This design comes from an exercise in tuning for small area on the open sky130 flow, not from production work. Function was checked by simulation only, so behaviour that the tests miss may differ from the original.

==> flow/design.v (excerpt) <==
module servo_engine (
    input  wire        clk,
    input  wire        rst,          
    input  wire        start,        
    input  wire        slow,         
    input  wire [3:0]  out_dl,       
    input  wire [2:0]  head,         
    output reg  [6:0]  pc,           
    output reg         busy,         
    input  wire [63:0] bundle,       
    input  wire [4:0]  flags,        
    input  wire        first,        
    output wire [31:0] d_raddr,
    input  wire [63:0] d_rdata,
    output wire [1:0]  d_we,         
    output wire [15:0] d_waddr,
    output wire [31:0] d_wdata,
    output wire [31:0] c_raddr,
    input  wire [63:0] c_rdata,
    input  wire        stat_clr,     
    output reg         aovf,
    output reg         qsat,
    output reg         late,
    output reg         slow_trunc,
    output reg  [15:0] fwevt,        
    output reg  [2:0]  loop_evt,     
    output reg  [2:0]  pl_valid,     
    output reg  [2:0]  pl_fail,      
    output reg  [15:0] dac_focus,
    output reg  [15:0] dac_track,
    output reg  [15:0] dac_tilt,
    output reg  [15:0] sled_cmd,
    output reg  [15:0] spindle_cmd,
    output reg  [15:0] elevator_cmd,
    output reg  [15:0] picker_cmd,
    output reg  [15:0] ffpub_focus,
    output reg  [15:0] ffpub_track,
    output reg  [15:0] trace0,
    output reg  [15:0] trace1,
    output reg  [10:0] out_upd
);
Settings: LEC_CHECK=0, CAP_MARGIN=0, CORE_MARGIN=2, CORE_UTILIZATION=55, CTS_BUF_LIST=sky130_fd_sc_hd__clkbuf_4, CTS_CLUSTER_DIAMETER=40, CTS_CLUSTER_SIZE=10, SLEW_MARGIN=0, BUFFER_PORTS_ARGS=-buffer_cell sky130_fd_sc_hd__buf_1; clock period 15.0 ns.
standard.sh (not shown) runs the stock make flow with config.mk's settings and CLKGATE_MAP_FILE= SYNTH_SCRIPT=/design/flow/synth_recipe.tcl, a recipe that flattens the netlist after the stock synthesis.
==> flow/flow/run.sh <==
#!/bin/bash
# The standard layout with two changes:
#  - each input and output port is buffered by the smallest buffer cell
#    instead of the one buffer_ports picks by default;
#  - after synthesis, flow/polarity.py removes inverters between full adders
#    (a full adder is self-dual), then the standard flow continues.
set -euo pipefail
echo 'export BUFFER_PORTS_ARGS = -buffer_cell sky130_fd_sc_hd__buf_1' >> config.mk
R=$PWD/orfs/results/$FLOW_PLATFORM/servo_engine/base
bash standard.sh $R/1_2_yosys.v > synth.log 2>&1
cp $R/1_2_yosys.v 1_2_yosys_standard.v
python3 flow/polarity.py 1_2_yosys_standard.v $R/1_2_yosys.v > polarity.log 2>&1
bash standard.sh > standard.log 2>&1
==> flow/flow/polarity.py <==
#!/usr/bin/env python3
"""Removes inverters between full adders of a mapped netlist.

A full adder is self-dual: FA(~a, ~b, ~c) = (~s, ~co). Replacing a full
adder by its dual (inputs and outputs complemented) drops every inverter
that fed only one of its inputs or that one of its outputs fed, and needs a
new inverter for each other input and for the other loads of an output.
The script applies the replacement to one full adder at a time while it
removes more inverters than it adds.

usage: polarity.py IN.v OUT.v
"""
import re
import sys

FA = "sky130_fd_sc_hd__fa_1"
INV = "sky130_fd_sc_hd__inv_1"
INS = ("A", "B", "CIN")
OUTS = ("COUT", "SUM")

src = open(sys.argv[1]).read()
m = re.search(r"^module\s+\w+\s*\(.*?\);\n", src, re.S | re.M)
head_end = m.end()
end = src.rindex("endmodule")
body = src[head_end:end]

# split body into declarations and cell instances
inst_re = re.compile(r"^  (\S+) (\S+ ?)\((.*?)\);\n", re.S | re.M)
decls = []
cells = {}      # name -> [type, {pin: net}]
order = []
pos = 0
for mm in inst_re.finditer(body):
    pre = body[pos:mm.start()]
    decls.append(pre)
    typ, name = mm.group(1), mm.group(2).strip()
    if typ in ("wire", "input", "output", "assign", "inout"):
        decls.append(mm.group(0))
        pos = mm.end()
        continue
    pins = {}
    for pm in re.finditer(r"\.(\w+)\(([^()]*)\)", mm.group(3)):
        pins[pm.group(1)] = pm.group(2).strip()
    cells[name] = [typ, pins]
    order.append(name)
    pos = mm.end()
tail = body[pos:]
decl_text = "".join(decls) + tail
if re.search(r"^\s*assign ", decl_text, re.M):
    sys.exit("netlist has assign statements")

ports = set()
for mm in re.finditer(r"^\s*(?:input|output|inout)\s+(?:\[(\d+):(\d+)\]\s+)?(\S+);", src[:end], re.M):
    if mm.group(1) is not None:
        hi, lo = int(mm.group(1)), int(mm.group(2))
        for i in range(min(hi, lo), max(hi, lo) + 1):
            ports.add(f"{mm.group(3)}[{i}]")
    ports.add(mm.group(3))

OUTPINS = {"X", "Y", "Q", "Q_N", "SUM", "COUT", "HI", "LO"}
drv = {}
loads = {}
def rebuild():
    drv.clear(); loads.clear()
    for n, (t, p) in cells.items():
        for pin, net in p.items():
            if pin in OUTPINS:
                drv[net] = (n, pin)
            else:
                loads.setdefault(net, []).append((n, pin))
rebuild()

cnt = [0]
def newname(prefix):
    cnt[0] += 1
    return f"_pol{prefix}{cnt[0]}_"
new_wires = []

def inv_of(net):
    """An existing inverter whose input is net, if any."""
    for (c, pin) in loads.get(net, []):
        if cells[c][0] == INV:
            return c
    return None

def gain(x):
    t, p = cells[x]
    g = 0
    for pin in INS:
        n = p[pin]
        d = drv.get(n)
        if n.startswith("1'b") or n in ports and d is None:
            if n.startswith("1'b"):
                pass  # constant: flip it for free
            else:
                g -= 0 if inv_of(n) else 1
            continue
        if d and cells[d[0]][0] == INV:
            if len(loads.get(n, [])) == 1 and n not in ports:
                g += 1
        else:
            if not inv_of(n):
                g -= 1
    for pin in OUTS:
        n = p.get(pin)
        if n is None:
            continue
        if n in ports:
            return -99
        ls = loads.get(n, [])
        invs = [c for c, _ in ls if cells[c][0] == INV]
        other = [c for c, _ in ls if cells[c][0] != INV]
        for c in invs:
            if cells[c][1]["Y"] in ports:
                return -99
        g += len(invs)
        if other:
            g -= 1
    return g

def dualize(x):
    t, p = cells[x]
    for pin in INS:
        n = p[pin]
        if n == "1'b0":
            p[pin] = "1'b1"; continue
        if n == "1'b1":
            p[pin] = "1'b0"; continue
        d = drv.get(n)
        if d and cells[d[0]][0] == INV:
            a = cells[d[0]][1]["A"]
            p[pin] = a
            if len(loads.get(n, [])) == 1 and n not in ports:
                del cells[d[0]]
        else:
            c = inv_of(n)
            if c:
                p[pin] = cells[c][1]["Y"]
            else:
                w = newname("w"); new_wires.append(w)
                c = newname("i")
                cells[c] = [INV, {"A": n, "Y": w}]
                p[pin] = w
        rebuild()
    for pin in OUTS:
        n = p.get(pin)
        if n is None:
            continue
        ls = list(loads.get(n, []))
        invs = [c for c, _ in ls if cells[c][0] == INV]
        other = [(c, q) for c, q in ls if cells[c][0] != INV]
        # n now carries the complement of its old value
        for c in invs:
            o = cells[c][1]["Y"]
            for (lc, lp) in list(loads.get(o, [])):
                cells[lc][1][lp] = n
            del cells[c]
        if other:
            w = newname("w"); new_wires.append(w)
            c = newname("i")
            cells[c] = [INV, {"A": n, "Y": w}]
            for (lc, lp) in other:
                cells[lc][1][lp] = w
        rebuild()

before = sum(1 for c in cells.values() if c[0] == INV)
changed = True
rounds = 0
while changed and rounds < 50:
    changed = False
    rounds += 1
    for x in list(cells):
        if x in cells and cells[x][0] == FA and gain(x) > 0:
            dualize(x)
            changed = True
after = sum(1 for c in cells.values() if c[0] == INV)
sys.stderr.write(f"polarity: inverters {before} -> {after}\n")

# drop wires no longer used
used = set()
for t, p in cells.values():
    used.update(p.values())
out = [src[:head_end]]
for line in decl_text.splitlines(keepends=True):
    mm = re.match(r"^\s*wire (\S+);\s*$", line)
    if mm and mm.group(1) not in used and mm.group(1) not in ports:
        continue
    out.append(line)
body_out = "".join(out)
body_out += "".join(f"  wire {w};\n" for w in new_wires if w in used)
for n in order + [c for c in cells if c not in order]:
    if n not in cells:
        continue
    t, p = cells[n]
    conns = ",\n".join(f"    .{k}({v}{' ' if v.startswith(chr(92)) else ''})" for k, v in p.items())
    body_out += f"  {t} {n} (\n{conns}\n  );\n"
body_out += "endmodule\n"
open(sys.argv[2], "w").write(body_out)
Next try:
- CAP_MARGIN: 0 -> 10
- CORE_UTILIZATION: 55 -> 70
- SLEW_MARGIN: 0 -> 10
What happened:
- The new run went through all stages and came out clean
- first-iteration DRC count rises by about a fifth
- fmax falls slightly
- count of clock-buffer cells in the layout falls by 1
- sequential share of layout area rises by 0.15 points
Next try:
--- a/flow/flow/run.sh
+++ b/flow/flow/run.sh
@@ -8,0 +9 @@
+echo 'export GPL_KEEP_OVERFLOW = 0' >> config.mk
--- a/flow/flow/polarity.py
+++ b/flow/flow/polarity.py
@@ -28 +28 @@
-inst_re = re.compile(r"^  (\S+) (\S+ ?)\((.*?)\);\n", re.S | re.M)
+inst_re = re.compile(r"^  (\S+) (\S+)\s*\((.*?)\);\n", re.S | re.M)
@@ -166 +166,4 @@
-before = sum(1 for c in cells.values() if c[0] == INV)
+def ninv():
+    return sum(1 for c in cells.values() if c[0] == INV)
+
+before = ninv()
@@ -176,2 +179,19 @@
-after = sum(1 for c in cells.values() if c[0] == INV)
-sys.stderr.write(f"polarity: inverters {before} -> {after}\n")
+
+# remove cells whose outputs drive nothing (dead logic left by synthesis)
+COMB_OUT = ("X", "Y")
+dead = 0
+changed = True
+while changed:
+    changed = False
+    for n in list(cells):
+        t, p = cells[n]
+        outs = [v for k, v in p.items() if k in OUTPINS]
+        if not outs or any(k in ("Q", "Q_N", "HI", "LO") for k in p):
+            continue
+        if all(not loads.get(v) and v not in ports for v in outs):
+            del cells[n]
+            dead += 1
+            changed = True
+    rebuild()
+after = ninv()
+sys.stderr.write(f"polarity: inverters {before} -> {after}, dead cells removed {dead}\n")
- CAP_MARGIN: 10 -> 0
- CORE_UTILIZATION: 70 -> 60
- GPL_KEEP_OVERFLOW: not set -> 0
- SLEW_MARGIN: 10 -> 0
What happened: With this change the flow completed and failed the layout checks on capacitance limit, slew limit. Die area came out higher by about a fifth. Final area climbs slightly. Wire length rose by a few percent. Clock-buffer cell count increases by 6.


## rev 12
servo_engine, a different RTL version from the one above (not shown whole).
Size: ~310 flip-flops, about 550 I/O pins, ~0.037 sq mm of cells after synthesis.
Settings: LEC_CHECK=0, CAP_MARGIN=20, CORE_MARGIN=2, CORE_UTILIZATION=40, SLEW_MARGIN=20; clock period 15.0 ns.
run.sh (not shown) runs the stock make flow with config.mk's settings and CLKGATE_MAP_FILE= SYNTH_SCRIPT=/design/flow/synth_recipe.tcl, a recipe that flattens the netlist after the stock synthesis.
Stock flow here: none of the scripts above is used.
For rev 13, these inputs were changed with respect to rev 12:
- BUFFER_PORTS_ARGS now -buffer_cell sky130_fd_sc_hd__buf_1, previously not set
==> flow/flow/run.sh (new file) <==
#!/bin/bash
# The standard layout, with each input and output port buffered by the
# smallest buffer cell instead of the one buffer_ports picks by default.
set -euo pipefail
echo 'export BUFFER_PORTS_ARGS = -buffer_cell sky130_fd_sc_hd__buf_1' >> config.mk
bash standard.sh > standard.log 2>&1
==> flow/standard.sh (new file) <==
#!/bin/bash
# synth_recipe.tcl (not shown) runs the flow's synth.tcl, then flattens the netlist and writes it again
# the make line also repeats each setting of config.mk as NAME=value (left out here)
make -C /OpenROAD-flow-scripts/flow DESIGN_CONFIG=/design/flow/config.mk WORK_HOME=/design/flow/orfs CLKGATE_MAP_FILE= SYNTH_SCRIPT=/design/flow/synth_recipe.tcl "${@:-finish}"
removed: flow/run.sh
[summary]
Against rev 12 as the reference, rev 13 delivers a higher number of cells on the worst hold path.
Rev 13 has worst hold margin below what rev 12 had.
[compare] base=rev 12 new=rev 13: global-route usage over all layers has decreased, minimum clock period lost 0.25 ns.
Highest clock rate: rev 13 > rev 12
Going from rev 12 to rev 13, the share of the clock period used by the worst path was found to have gone down by 1.6 points.

[afterwards: timing with drivers on the ports]
No port has a modelled driver above. Below, the same layouts with a new extraction and two added sets of constraints. Step 1, drivers: a clkbuf_16 drives clk and a buf_2 each remaining input, both assumed. Step 2 moves the port delays by t, midway between the first and last clock arrival at a register: inputs arrive t later, outputs are due t later. That takes back most of the time a late clock gives input paths. Three values: ideal, step 1, step 2; two values: the first two.
run	t (ns)	setup WS [ns]	cell pins on the clock port's net
the first run of note 1	0.811	1.276 / 1.270 / 0.459	1
the second run of note 1	0.843	0.999 / 1.019 / 0.177	1
the third run of note 1	0.891	0.447 / 0.489 / -0.402	1
rev 12	0.641	0.647 / 0.661 / 0.052	1
rev 13	0.650	0.893 / 0.888 / 0.238	1
The setup slack of the third run of note 1, which loses most, moves by +0.042 ns with the drivers and by -0.849 ns with both steps.
